Context: an optimization exercise on an open-source flow, tuned for small area, a short achievable clock period and few clock cycles. The choices shown serve that exercise and are no tape-out recipe. In this exercise RTL edits were held to simulation tests only and were not proved equivalent to the original. Power and IR drop assume default switching activity.

==> flow/design.v, too long to show whole: its modules and the start of the top module <==
// module be_rank: 1195 lines
module be_rank #(
    parameter N  = 32,
    parameter IW = 5                  
) (
    input  wire          clk,
    input  wire          rst,         
    input  wire [1:0]    cfg_mode,
    input  wire          cfg_sigma_neg,    
    input  wire [7:0]    cfg_wv,
    input  wire [7:0]    cfg_wh,
    input  wire [7:0]    cfg_wt,
    input  wire [7:0]    cfg_wl,
    input  wire [3:0]    cfg_shift,
    input  wire [15:0]   cfg_vrefc,
    input  wire [7:0]    cfg_tavgp,        
    input  wire          in_valid,
    output wire          in_ready,
    input  wire          in_last,
    input  wire [15:0]   in_vcap,
    input  wire [7:0]    in_temp,          
    input  wire [9:0]    in_life,
    input  wire          in_ins,           
    input  wire          in_obs,           
    output wire          out_valid,
    input  wire          out_ready,
    output wire          out_last,
    output wire          out_unranked,
    output wire [IW-1:0] out_rank,
    output wire [15:0]   out_score
);
  // ...
==> flow/flow/run.sh <==
#!/bin/bash
# Standard layout, with the port buffers made from buf_2 cells and timing
# repair aiming at 20.5 ns of setup slack.
set -euo pipefail
export BUFFER_PORTS_ARGS="-buffer_cell sky130_fd_sc_hd__buf_2"
export SETUP_SLACK_MARGIN=20.5
bash standard.sh > standard.log 2>&1
==> flow/standard.sh <==
#!/bin/bash
# synth_recipe.tcl (not shown) runs the flow's synth.tcl, then flattens the netlist and writes it again
# the make line also repeats each setting of config.mk as NAME=value (left out here)
make -C /OpenROAD-flow-scripts/flow DESIGN_CONFIG=/design/flow/config.mk WORK_HOME=/design/flow/orfs CLKGATE_MAP_FILE= SYNTH_SCRIPT=/design/flow/synth_recipe.tcl "${@:-finish}"
==> flow/config.mk <==
export PLATFORM = sky130hd
export DESIGN_NAME = be_rank
export DESIGN_NICKNAME = be_rank
export VERILOG_FILES = /design/flow/design.v
export SDC_FILE = /design/flow/constraint.sdc
export NUM_CORES = 4
export LEC_CHECK = 0
export CAP_MARGIN = 20
export CORE_MARGIN = 2
export CORE_UTILIZATION = 40
export SLEW_MARGIN = 20
==> flow/constraint.sdc <==
create_clock -name core_clock -period 27.0 [get_ports {clk}]
set_input_delay 5.4000 -clock core_clock [delete_from_list [all_inputs] [get_ports {clk}]]
set_output_delay 5.4000 -clock core_clock [all_outputs]
set_load 0.01 [all_outputs]
==> run summary, run 1 <==
- Count of buffering cells on the critical path with inverters included: 1
- Post-Synthesis Mean Instance Area: 10.6 sq um
- Total instance count after detailed placement: 8568
- Area post-placement: 70900 sq um
- Post-detailed-route DRC marker count: 0
- Final Setup Violations: 0
- Power density relative to cell area: 147 nW/um^2
- Maximum capacitance violations: 0
- Layout cell share with drive strength beyond 1: 8.67%
- Routing usage on met1: 25.0%
- Registers with the most flip-flops: rk (832), rr (160)
- Total Nets Final: 7129
- CTS Root Buffer Type: clkbuf_16
- Classification of the worst setup path: reg -> out
- Largest stage delay, worst path: 380 ps
- Met2 layer wire length in the routed design: 81100 um
- Status: no timing/DRC/antenna violations
- Overall routing resource usage: 19.2%
- Largest register FFs: 832
- Critical path depth in cells: 1
- Sequential cell area share: 42.9%
- Hold slack final: 322 ps
- Setup tns final: 0 ps
- First-pass GRT wire length: 264000 um
- Clock tree from TritonCTS: yes
- Multi-input gates: 4086
- Reg-to-Reg Start: j_wv[0]
- Hold path cells: 0
- Port Buf Inserts: 128
- Layer with the highest usage: met2
- Critical Path End: out_score[8]
- DRT antenna net count: 0
- Met3 Use GR: 3.11%
- Area occupied by multi-input gates: 32100 sq um
- Max Fclk: 149 MHz
- Via count of the first global-routing pass: 46255
Testbench counts, summed over its fixed seeds: cycles 12,576.
==> inputs of run 2 (changes only) <==
==> flow/flow/run.sh (replaced) <==
#!/bin/bash
# Standard layout, with the port buffers made from buf_2 cells.
set -euo pipefail
export BUFFER_PORTS_ARGS="-buffer_cell sky130_fd_sc_hd__buf_2"
bash standard.sh > standard.log 2>&1
==> run 2 against run 1 <==
Against the previous run: still clean; maximum frequency down 0.35%; clock-buffer cell count down 17; sequential share of layout area up 0.12 points; synthesized cell count unchanged; setup slack worse by 24 ps; clock power down 2%; wire length up 0.46%; combinational power up 4.4%; critical endpoint is now out_score[1]; largest cell class unchanged; highest routed layer is now met4.
==> run summary, run 2 <==
- Largest register FFs: 832 (unchanged)
- Max-slew headroom at the worst pin: 32.2% (was 21.4%)
- Compound-gate portion of the synthesized area: 13.1% (unchanged)
- Largest stage delay, worst path: 390 ps (was 380 ps)
- Width of the die: 416 um (unchanged)
- Netlist area before placement: 67900 sq um (unchanged)
- Dominant cells by area after synthesis: dfxtp_1, edfxtp_1, fa_1 (unchanged)
- First-pass GRT wire length: 267000 um (was 264000 um)
- Clock share of power: 19.5% (was 20.1%)
- Most instantiated library cell after synthesis: dfxtp_1 (unchanged)
- Top layer in use: met4 (was met5)
- Clk Latency, worst-skew pair: 810 ps (was 790 ps)
- Registers with the most flip-flops: rk (832), rr (160) (unchanged)
- Overall routing resource usage: 19.4% (was 19.2%)
- Hold/Removal Path Class: reg -> reg (unchanged)
- RSZ-0062 raised after global routing: false (was true)
- Int Pwr: 6.75 mW (was 6.72 mW)
- Port Buf Inserts: 128 (unchanged)
- EDFF count, synth: 209 (unchanged)
- Worst IR drop on VDD: 0.000207 V (was 0.000143 V)
- Total congestion overflow: 0 (unchanged)
- Vert. Die Dim: 416 um (unchanged)
- DRT antenna net count: 0 (unchanged)
- Max Clock Skew: 51.5 ps (was 44.4 ps)
- Count of pins on the block boundary: 129 (unchanged)
- Data required, critical path: 21600 ps (about the same)
- CTS Root Buffer Type: clkbuf_16 (unchanged)
- Final weighted congestion of routability-driven global placement: 0.881 (was 0.902)
- Antenna violations before repair: 5 (was 6)
- Nature of the critical path startpoint: flop (unchanged)
- Total count of max-transition violations in the final report: 0 (unchanged)
- Area Growth Syn to Fin: 12.4% (was 12.7%)
- Met3 layer wire length in the routed design: 7030 um (was 7990 um)
- Reg2reg end: acc_off[23] (unchanged)
- Fin. Hold Viols: 0 (unchanged)
- Post-Synthesis Mean Instance Area: 10.6 sq um (unchanged)
- Critical Path End: out_score[1] (was out_score[8])
- Post-Synth XOR/XNOR Area: 2.79% (unchanged)
- Total of warnings raised by yosys: 3 (unchanged)
- Post-route fraction of the period consumed by the critical path: 25.0% (was 24.9%)
- Proportion of total power due to net switching: 41.2% (was 40.5%)
- Area post-placement: 70900 sq um (about the same)
- Most flops, register: rk (unchanged)
- Slew at the pin closest to its max-slew limit: 1010 ps (was 1170 ps)
- Power density relative to cell area: 150 nW/um^2 (was 147 nW/um^2)
- Element type at the critical path end: primary output (unchanged)
- Highest net fanout along the worst path: 1 (unchanged)
- Number of hold-repair buffers added at the cts stage: 0 (unchanged)
- Detailed-routing wirelength on met1: 75700 um (was 73600 um)
- Sequence of cells on the critical path: buf_2 (unchanged)
- Length in cells of the worst reg-to-reg path: 20 (was 21)
- Post-synth cell types: 93 (unchanged)
- Clock tree from TritonCTS: yes (unchanged)
- Status: no timing/DRC/antenna violations (unchanged)
- Sequential share of power: 33.6% (was 34.1%)
- Setup tns final: 0 ps (unchanged)
- Met2 layer wire length in the routed design: 80700 um (was 81100 um)
- Non-Filler Instances: 8858 (was 8873)
- Routed vias: 45908 (was 45981)
- Total Nets Final: 7116 (was 7129)
- Via count of the first global-routing pass: 46119 (was 46255)
- Max Fclk: 148 MHz (was 149 MHz)
- Predominant post-synthesis flop cell: dfxtp_1 (unchanged)
- Total Routed Length: 168000 um (was 167000 um)
- Placeable core region: 169000 sq um (unchanged)
- Post-synth top area share: 39.1% (unchanged)
- LEAKAGE: 31.0 nW (was 31.1 nW)
- Total instance count after detailed placement: 8563 (was 8568)
- Hold slack final: 307 ps (was 322 ps)
- Smallest setup slack after layout: 20250 ps (was 20270 ps)
- Dpl hpwl: 123000 um (was 122000 um)
- Largest delay contributor family on the critical path: flip-flops (unchanged)
- Count of buffering cells on the critical path with inverters included: 1 (unchanged)
- Part of the power in combinational logic: 47.0% (was 45.8%)
- Maximum capacitance violations: 0 (unchanged)
- Post-route cell area: 76300 sq um (was 76600 sq um)
- Clock transition at the register clock pins on the worst setup and hold paths after CTS: 60 ps (about the same)
- Count of standard-cell rows: 151 (unchanged)
- Dpl ws: 20420 ps (was 20430 ps)
- Number of cells produced by synthesis: 6421 (unchanged)
- Number of CTS-inserted buffers: 159 (was 160)
- H-tree depth reported by CTS: 4 (unchanged)
- Simple-gate share of the synthesized area: 12.8% (unchanged)
- Post-detailed-route DRC marker count: 0 (unchanged)
- Most common cell after layout, fill and taps aside: dfxtp_1 (unchanged)
- Slowest stage cell on the critical path: edfxtp_1 (unchanged)
- Maximum number of pins on one net before global-route repair: 85 (was 67)
- Fraction of registers with async set/reset: 0% (unchanged)
- Main combinational cell family by area after synthesis: adder cells (unchanged)
- Flop and latch count out of synthesis: 1536 (unchanged)
- Wire length per cell: 19.0 um (was 18.9 um)
- Commonest cells post-synth: dfxtp_1, inv_1, nand2_1 (unchanged)
- Layout cell share with drive strength beyond 1: 8.47% (was 8.67%)
- Starting utilization of the core area: 40.2% (unchanged)
- Final Setup Violations: 0 (unchanged)
- Fraction of the yosys area taken by sequential cells: 48.4% (unchanged)
- Maximum clock path buffer count: 3 (unchanged)
- Die outline area: 173000 sq um (unchanged)
- Classification of the worst setup path: reg -> out (unchanged)
- Drt via density: 5.18 (about the same)
- Cell taking the most area after synthesis: dfxtp_1 (unchanged)
- Post_cts resized: 0 (was 7)
- Number of violations reported at the end of detailed-routing iteration 0: 2948 (was 3023)
- Min Clock Period, post-route: 6750 ps (was 6730 ps)
- # clock sinks: 1536 (unchanged)
- Number of nets produced by synthesis: 7031 (unchanged)
- Multiplexer fraction of the synthesized cell area: 1.32% (unchanged)
- Leading cell types in the layout, fill and taps excluded: dfxtp_1, inv_1, nand2_1, and2_1, fa_1 (unchanged)
- Critical Path AT: 1350 ps (was 1330 ps)
- NetSw: 4.73 mW (was 4.57 mW)
- Setup fix buffers added after clock tree synthesis: 0 (was 1)
- Worst reg-to-reg setup slack: 20710 ps (was 20910 ps)
- Critical path depth in cells: 1 (unchanged)
- Reg-to-Reg Start: j_wv[5] (was j_wv[0])
- Share of synthesized cell area in full adder, half adder and majority cells: 17.1% (unchanged)
- Iteration count of the initial detailed-routing pass: 5 (was 6)
- Start point of the critical path: ob_d[1] (was ob_d[8])
run 2: worst min path at each step:
stage	startpoint	endpoint	slack, ps	cells after the start
after floorplan	l_last	k_last	310	0
after global placement	rl[9]	rl[10]	310	0
after detailed placement	rl[6]	rl[7]	310	0
after CTS	rk[16][7]	rk[17][7]	300	0
after global routing	rl[4]	rl[5]	320	0
final	rl[4]	rl[5]	310	0
run 2: power groups by stage:
stage	Clock [mW]	Sequential (mW)	Combinational, mW
3_3_place_gp	0	3.89	5.29
2_1_floorplan	0	3.65	3.84
6_report	2.23	3.85	5.40
4_1_cts	2.29	3.86	5.46
3_5_place_dp	0	3.90	5.43
5_1_grt	2.39	3.95	6.13
run 2: routing by layer:
layer / GRT usage, % / vias up
met5: 0 / -
met4: 6.18 / 0
met3: 2.85 / 261
met2: 32.5 / 901
met1: 25.7 / 22339
li1: - / 22407
run 2: metrics by stage:
step,utilization (%),power (mW)
final,45.1,11.5
after global routing,45.1,12.5
after CTS,45.1,11.6
after detailed placement,41.9,9.32
after global placement,41.9,9.18
after floorplan,-,7.49
run 2: area by class of cell:
cell class,instances,area [sq um]
tap,2218,2780
fill,15808,92800
timing repair buffer,206,1230
multi-input combinational,4085,32100
antenna,3,7.51
inverter,518,1950
sequential,1536,32800
clock inverter,69,888
clock buffer,223,4570
run 2: kinds of logic (layout without fill, tap and decap cells):
logic type               after synthesis  count (layout)
AO/OA/AOI/OAI                       1312            1312
adder cells (fa/ha/maj)              800             800
flip-flops                          1536            1536
buffers and inverters                800            1016
multiplexers                          75              75
XOR/XNOR                             216             216
AND/OR/NAND/NOR                     1682            1682
other                                  0               3
==> inputs of run 3 (changes only) <==
--- a/flow/config.mk
+++ b/flow/config.mk
@@ -8,4 +8,6 @@
 export CAP_MARGIN = 20
 export CORE_MARGIN = 2
 export CORE_UTILIZATION = 40
+export CTS_CLUSTER_DIAMETER = 60
+export CTS_CLUSTER_SIZE = 30
 export SLEW_MARGIN = 20
==> run 3 against run 2 <==
Against the previous run: global-route usage fell by 0.31 points; clock-buffer cell count down 102; critical path depth stayed put; synthesized cell count unchanged; worst hold slack worse by 20 ps; synthesized area unchanged.
==> run summary, run 3 <==
- Classification of the worst setup path: reg -> out (unchanged)
- Dominant cells by area after synthesis: dfxtp_1, edfxtp_1, fa_1 (unchanged)
- Hold/Removal Path Class: reg -> reg (unchanged)
- Power density relative to cell area: 148 nW/um^2 (was 150 nW/um^2)
- Registers with the most flip-flops: rk (832), rr (160) (unchanged)
- Overall routing resource usage: 19.1% (was 19.4%)
- Worst IR drop on VDD: 0.000218 V (was 0.000207 V)
- Max Clock Skew: 81.8 ps (was 51.5 ps)
- Final Setup Violations: 0 (unchanged)
- Dpl hpwl: 123000 um (unchanged)
- Total congestion overflow: 0 (unchanged)
- Post-Synthesis Mean Instance Area: 10.6 sq um (unchanged)
- Placeable core region: 169000 sq um (unchanged)
- Number of cells produced by synthesis: 6421 (unchanged)
- Status: no timing/DRC/antenna violations (unchanged)
- Element type at the critical path end: primary output (unchanged)
- Total Routed Length: 166000 um (was 168000 um)
- LEAKAGE: 30.3 nW (was 31.0 nW)
- Largest stage delay, worst path: 400 ps (was 390 ps)
- Commonest cells post-synth: dfxtp_1, inv_1, nand2_1 (unchanged)
- Total Nets Final: 7067 (was 7116)
- Starting utilization of the core area: 40.2% (unchanged)
- Clk Latency, worst-skew pair: 790 ps (was 810 ps)
- Vert. Die Dim: 416 um (unchanged)
- Count of pins on the block boundary: 129 (unchanged)
- Area Growth Syn to Fin: 10.5% (was 12.4%)
- Antenna violations before repair: 6 (was 5)
- Maximum capacitance violations: 0 (unchanged)
- Final weighted congestion of routability-driven global placement: 0.881 (unchanged)
- Fraction of registers with async set/reset: 0% (unchanged)
- Iteration count of the initial detailed-routing pass: 5 (unchanged)
- Number of nets produced by synthesis: 7031 (unchanged)
- Predominant post-synthesis flop cell: dfxtp_1 (unchanged)
- Fraction of the yosys area taken by sequential cells: 48.4% (unchanged)
- Post-route cell area: 75000 sq um (was 76300 sq um)
- Largest delay contributor family on the critical path: flip-flops (unchanged)
- Setup fix buffers added after clock tree synthesis: 0 (unchanged)
- Largest register FFs: 832 (unchanged)
- Sequence of cells on the critical path: buf_2 (unchanged)
- Max-slew headroom at the worst pin: 31.2% (was 32.2%)
- Total of warnings raised by yosys: 3 (unchanged)
- Setup tns final: 0 ps (unchanged)
- Via count of the first global-routing pass: 45443 (was 46119)
- Clock transition at the register clock pins on the worst setup and hold paths after CTS: 100 ps (was 60 ps)
- Total count of max-transition violations in the final report: 0 (unchanged)
- Routed vias: 45609 (was 45908)
- Port Buf Inserts: 128 (unchanged)
- # clock sinks: 1536 (unchanged)
- Maximum clock path buffer count: 3 (unchanged)
- Netlist area before placement: 67900 sq um (unchanged)
- Die outline area: 173000 sq um (unchanged)
- DRT antenna net count: 0 (unchanged)
- RSZ-0062 raised after global routing: false (unchanged)
- Most common cell after layout, fill and taps aside: dfxtp_1 (unchanged)
- Number of violations reported at the end of detailed-routing iteration 0: 2991 (was 2948)
- Layout cell share with drive strength beyond 1: 7.80% (was 8.47%)
- Slowest stage cell on the critical path: edfxtp_1 (unchanged)
- Count of standard-cell rows: 151 (unchanged)
- Highest net fanout along the worst path: 1 (unchanged)
- Total of fill cells in the finished design: 15916 (was 15808)
- H-tree depth reported by CTS: 3 (was 4)
- Drt via density: 5.20 (was 5.18)
- EDFF count, synth: 209 (unchanged)
- Area post-placement: 70900 sq um (unchanged)
- Most flops, register: rk (unchanged)
- Flop and latch count out of synthesis: 1536 (unchanged)
- Post_cts resized: 0 (unchanged)
- Post-detailed-route DRC marker count: 0 (unchanged)
- Maximum number of pins on one net before global-route repair: 85 (unchanged)
- Width of the die: 416 um (unchanged)
- Slew at the pin closest to its max-slew limit: 1030 ps (was 1010 ps)
- Post-synth top area share: 39.1% (unchanged)
- Post-synth cell types: 93 (unchanged)
- CTS Root Buffer Type: clkbuf_16 (unchanged)
- Min Clock Period, post-route: 6730 ps (was 6750 ps)
- Critical Path AT: 1330 ps (was 1350 ps)
- Leading cell types in the layout, fill and taps excluded: dfxtp_1, inv_1, nand2_1, and2_1, fa_1 (unchanged)
- Max Fclk: 148 MHz (about the same)
- Number of hold-repair buffers added at the cts stage: 0 (unchanged)
- First-pass GRT wire length: 264000 um (was 267000 um)
- Cell taking the most area after synthesis: dfxtp_1 (unchanged)
- Data required, critical path: 21600 ps (about the same)
- Nature of the critical path startpoint: flop (unchanged)
- Fin. Hold Viols: 0 (unchanged)
- Number of CTS-inserted buffers: 110 (was 159)
- Wire length per cell: 18.9 um (was 19.0 um)
- Most instantiated library cell after synthesis: dfxtp_1 (unchanged)
- Clock tree from TritonCTS: yes (unchanged)
- Count of buffering cells on the critical path with inverters included: 1 (unchanged)
- Post-route fraction of the period consumed by the critical path: 24.9% (was 25.0%)
[run 3: cell type report]
type	instances	area [sq um]	area share (%)
sequential	1536	32800	43.8
tap	2218	2780	3.70
clock inverter	88	1250	1.67
inverter	518	1950	2.59
clock buffer	121	2900	3.86
multi-input combinational	4085	32100	42.8
antenna	2	5.00	0.00667
timing repair buffer	206	1230	1.63
[run 3: through the flow]
stage	setup WS [ps]	hold WS, ps	total power [mW]	cells	utilization (%)
6_report	20270	286	11.1	8774	44.4
5_1_grt	20120	292	12.1	8773	44.4
3_3_place_gp	20480	311	9.18	8563	41.9
4_1_cts	20180	287	11.2	8772	44.4
2_1_floorplan	18370	310	7.49	6421	-
3_5_place_dp	20420	312	9.32	8563	41.9
[run 3: kinds of logic (layout without fill, tap and decap cells)]
| family | count (synthesis) | after routing | synth area share, % |
|---|---|---|---|
| other cells | 0 | 2 | 0 |
| fa+ha+maj | 800 | 800 | 17.1 |
| simple gates | 1682 | 1682 | 12.8 |
| compound gates | 1312 | 1312 | 13.1 |
| buf+inv | 800 | 933 | 4.48 |
| xor+xnor | 216 | 216 | 2.79 |
| flops | 1536 | 1536 | 48.4 |
| mux | 75 | 75 | 1.32 |
[run 3: metal layers]
layer	vias up	part of all wire, %	track usage (%)
li1	22294	-	-
met1	22152	45	25.6
met3	255	4.0	2.27
met2	908	48	32.3
met5	-	0	0
met4	0	2.8	5.49
[run 3: worst paths after layout]
check | startpoint | to | slack, ps | cells after the start
worst min register to register | rl[4] | rl[5] | 290 | 0
worst max-delay path | ob_d[1] | out_score[1] | 20270 | 1
worst max register to register | j_wv[5] | acc_off[23] | 20730 | 20
worst min-delay path | rl[4] | rl[5] | 290 | 0
[run 3: where the power goes]
group / internal [mW] / switching, mW / leakage, nW
Sequential: 3.24 / 0.604 / 13.0
Combinational: 2.21 / 3.17 / 15.3
Clock: 0.917 / 0.941 / 1.99
==> inputs of run 4 (changes only) <==
==> flow/run.sh (new file) <==
#!/bin/bash
# synth_recipe.tcl (not shown) runs the flow's synth.tcl, then flattens the netlist and writes it again
# the make line also repeats each setting of config.mk as NAME=value (left out here)
make -C /OpenROAD-flow-scripts/flow DESIGN_CONFIG=/design/flow/config.mk WORK_HOME=/design/flow/orfs CLKGATE_MAP_FILE= SYNTH_SCRIPT=/design/flow/synth_recipe.tcl finish
--- a/flow/config.mk
+++ b/flow/config.mk
@@ -8,6 +8,4 @@
 export CAP_MARGIN = 20
 export CORE_MARGIN = 2
 export CORE_UTILIZATION = 40
-export CTS_CLUSTER_DIAMETER = 60
-export CTS_CLUSTER_SIZE = 30
 export SLEW_MARGIN = 20
removed: flow/flow/run.sh
removed: flow/standard.sh
==> run 4 against run 3 <==
Against the previous run: clock skew down 7.2 ps; critical path depth unchanged; register-to-register slack improved by 30 ps; core utilization grew 1.2 points; sequential share of layout area fell by 1.2 points; total power up 4.0%; flip-flop and latch count unchanged; largest cell class unchanged; largest power group unchanged.
==> run summary, run 4 <==
- Part of the power in combinational logic: 46.9% (was 48.6%)
- Final weighted congestion of routability-driven global placement: 0.906 (was 0.881)
- Count of pins on the block boundary: 129 (unchanged)
- Setup fix buffers added after clock tree synthesis: 0 (unchanged)
- Count of standard-cell rows: 151 (unchanged)
- Leading cell types in the layout, fill and taps excluded: dfxtp_1, inv_1, nand2_1, and2_1, fa_1 (unchanged)
- EDFF count, synth: 209 (unchanged)
- Clk Latency, worst-skew pair: 830 ps (was 790 ps)
- Highest net fanout along the worst path: 4 (was 1)
- Maximum capacitance violations: 0 (unchanged)
- Port Buf Inserts: 128 (unchanged)
- Fraction of the yosys area taken by sequential cells: 48.4% (unchanged)
- Predominant post-synthesis flop cell: dfxtp_1 (unchanged)
- Nature of the critical path startpoint: flop (unchanged)
- Reg-to-Reg Start: j_wv[5] (unchanged)
- Post-route fraction of the period consumed by the critical path: 26.4% (was 24.9%)
- Cell taking the most area after synthesis: dfxtp_1 (unchanged)
- Slew at the pin closest to its max-slew limit: 1090 ps (was 1030 ps)
- Reg2reg end: acc_off[23] (unchanged)
- Post-detailed-route DRC marker count: 0 (unchanged)
- Starting utilization of the core area: 40.2% (unchanged)
- Classification of the worst setup path: reg -> out (unchanged)
- Most flops, register: rk (unchanged)
- CTS Root Buffer Type: clkbuf_16 (unchanged)
- Largest register FFs: 832 (unchanged)
- Clock share of power: 19.7% (was 16.8%)
- Dpl hpwl: 122000 um (was 123000 um)
- Critical path depth in cells: 1 (unchanged)
- RSZ-0062 raised after global routing: false (unchanged)
- Total of warnings raised by yosys: 3 (unchanged)
- Commonest cells post-synth: dfxtp_1, inv_1, nand2_1 (unchanged)
- Total Routed Length: 167000 um (was 166000 um)
- Width of the die: 416 um (unchanged)
- Layout cell share with drive strength beyond 1: 6.57% (was 7.80%)
- Registers with the most flip-flops: rk (832), rr (160) (unchanged)
- Total of fill cells in the finished design: 15652 (was 15916)
- Int Pwr: 6.81 mW (was 6.37 mW)
- Min-Delay Startpoint: rk[25][0] (was rl[4])
- Hold/Removal Path Class: reg -> reg (unchanged)
- Post-route cell area: 77100 sq um (was 75000 sq um)
- Min Clock Period, post-route: 7120 ps (was 6730 ps)
- Hold path cells: 0 (unchanged)
- Critical Path AT: 1720 ps (was 1330 ps)
- Maximum clock path buffer count: 3 (unchanged)
- Total Nets Final: 7117 (was 7067)
- First-pass GRT wire length: 266000 um (was 264000 um)
- Total count of max-transition violations in the final report: 0 (unchanged)
- Hold path endpoint: rk[26][0] (was rl[5])
- # clock sinks: 1536 (unchanged)
- Area post-placement: 71500 sq um (was 70900 sq um)
- Placeable core region: 169000 sq um (unchanged)
- Total design power: 11.5 mW (was 11.1 mW)
- Count of buffering cells on the critical path with inverters included: 1 (unchanged)
- Power density relative to cell area: 150 nW/um^2 (was 148 nW/um^2)
- Fraction of registers with async set/reset: 0% (unchanged)
- Post-synth cell types: 93 (unchanged)
- Max Clock Skew: 74.7 ps (was 81.8 ps)
- Element type at the critical path end: primary output (unchanged)
- Sequence of cells on the critical path: clkdlybuf4s50_1 (was buf_2)
- NetSw: 4.72 mW (was 4.71 mW)
- Overall routing resource usage: 19.2% (was 19.1%)
- Fin. Hold Viols: 0 (unchanged)
- H-tree depth reported by CTS: 4 (was 3)
- Drt via density: 5.18 (was 5.20)
- Number of cells produced by synthesis: 6421 (unchanged)
- Status: no timing/DRC/antenna violations (unchanged)
- Post-synth top area share: 39.1% (unchanged)
- Flop and latch count out of synthesis: 1536 (unchanged)
- Dominant cells by area after synthesis: dfxtp_1, edfxtp_1, fa_1 (unchanged)
- Max Fclk: 140 MHz (was 148 MHz)
- Clock transition at the register clock pins on the worst setup and hold paths after CTS: 60 ps (was 100 ps)
- Netlist area before placement: 67900 sq um (unchanged)
- Antenna violations before repair: 2 (was 6)
- Wire length per cell: 18.9 um (about the same)
- Iteration count of the initial detailed-routing pass: 5 (unchanged)
- Dpl ws: 20100 ps (was 20420 ps)
- Slowest stage cell on the critical path: clkdlybuf4s50_1 (was edfxtp_1)
- Number of hold-repair buffers added at the cts stage: 0 (unchanged)
- Via count of the first global-routing pass: 46600 (was 45443)
- Proportion of total power due to net switching: 40.9% (was 42.5%)
- Area Growth Syn to Fin: 13.5% (was 10.5%)
- Worst IR drop on VDD: 0.000204 V (was 0.000218 V)
- LEAKAGE: 31.0 nW (was 30.3 nW)
- Total congestion overflow: 0 (unchanged)
- Vert. Die Dim: 416 um (unchanged)
- Smallest setup slack after layout: 19880 ps (was 20270 ps)
- Hold slack final: 304 ps (was 286 ps)
- Final Setup Violations: 0 (unchanged)
- Number of nets produced by synthesis: 7031 (unchanged)
- Max-slew headroom at the worst pin: 27.3% (was 31.2%)
- Worst reg-to-reg setup slack: 20760 ps (was 20730 ps)
- Data required, critical path: 21600 ps (about the same)
- Post-Synthesis Mean Instance Area: 10.6 sq um (unchanged)
- Number of violations reported at the end of detailed-routing iteration 0: 2747 (was 2991)
- Maximum number of pins on one net before global-route repair: 67 (was 85)
- Length in cells of the worst reg-to-reg path: 20 (unchanged)
- DRT antenna net count: 0 (unchanged)
- Clock tree from TritonCTS: yes (unchanged)
- Die outline area: 173000 sq um (unchanged)
- Largest stage delay, worst path: 560 ps (was 400 ps)
- Setup tns final: 0 ps (unchanged)
- Most instantiated library cell after synthesis: dfxtp_1 (unchanged)
- Routed vias: 45875 (was 45609)
- Sequential share of power: 33.4% (was 34.7%)
- Post_cts resized: 0 (unchanged)
- Number of CTS-inserted buffers: 158 (was 110)
- Largest delay contributor family on the critical path: buffers and inverters (was flip-flops)
- Most common cell after layout, fill and taps aside: dfxtp_1 (unchanged)
==> run 4: cell counts after synthesis <==
Identical to the previous run, type by type.
==> run 4: area by class of cell <==
| class | instances | area [sq um] | share of cell area [%] |
|---|---|---|---|
| antenna | 1 | 2.50 | 0.00325 |
| clock buffer | 220 | 4560 | 5.92 |
| clock inverter | 70 | 985 | 1.28 |
| inverter | 518 | 1950 | 2.52 |
| multi-input combinational | 4085 | 32100 | 41.6 |
| sequential | 1536 | 32800 | 42.6 |
| tap | 2218 | 2780 | 3.60 |
| timing repair buffer | 208 | 1880 | 2.44 |
==> run 4: logic make-up (layout without fill, tap and decap cells) <==
logic type	Yosys count	after routing	share of synthesized area, %
adders and majority gates	800	800	17.1
other	0	1	0
xor gates and xnor gates	216	216	2.79
muxes	75	75	1.32
buffers and inverters	800	1016	4.48
DFF	1536	1536	48.4
and+or+nand+nor	1682	1682	12.8
AOI/OAI and AO/OA	1312	1312	13.1
==> run 4: through the flow <==
| step | std cells | utilization, % |
|---|---|---|
| 2_1_floorplan | 6421 | - |
| 3_3_place_gp | 8565 | 42.3 |
| 3_5_place_dp | 8565 | 42.3 |
| 4_1_cts | 8855 | 45.6 |
| 5_1_grt | 8856 | 45.6 |
| 6_report | 8856 | 45.6 |
==> run 4: worst max path at each step <==
stage,start,end,slack [ps]
global placement,cfg_mode[0],j_wl[6],20080
finish,rdy_q,in_ready,19880
global route,rdy_q,in_ready,19810
CTS,ob_d[4],out_score[4],19810
floorplan,e31[3],rdy_q,18370
detailed placement,cfg_mode[0],j_wt[4],20100
==> run 4: power groups by stage <==
stage	Sequential [mW]	Clock, mW	Combinational [mW]
5_1_grt	3.94	2.42	6.15
3_3_place_gp	3.89	0	5.33
4_1_cts	3.85	2.33	5.47
2_1_floorplan	3.65	0	3.84
3_5_place_dp	3.89	0	5.45
6_report	3.85	2.27	5.41
==> run 4: per-layer routing <==
metal / vias up / share of wire [%] / global-route usage [%]
li1: 22412 / - / -
met1: 22405 / 45 / 25.0
met2: 823 / 49 / 33.2
met3: 235 / 3.8 / 2.82
met4: 0 / 2.2 / 5.28
met5: - / 0 / 0

==> what the ideal ports hide <==
No port has a modelled driver above. Below, the same layouts with a new extraction and two added sets of constraints. Step 1 sets driving cells, clkbuf_16 on the clock port and buf_2 on the other inputs (assumed; they add their load-dependent delay and slew). Step 2 adds t to the input delays and takes it off the output delays; t is the mean of the earliest and latest rising clock arrival at the registers after step 1. Input paths then give back, and output paths get back, about the clock's delay inside the block. Slacks: ideal / step 1 / step 2; pairs: ideal / step 1.
run	shift t [ns]	setup WS [ns]	worst data-port slew with drivers (ns)	pins driven straight from the clock port
run 1	0.853	20.272 / 20.191 / 20.486	0.05	1
run 2	0.867	20.248 / 20.171 / 20.470	0.04	1
run 3	0.825	20.266 / 20.184 / 20.465	0.04	1
run 4	0.874	19.881 / 19.800 / 20.119	0.05	1
After both steps every run listed still meets setup and hold.
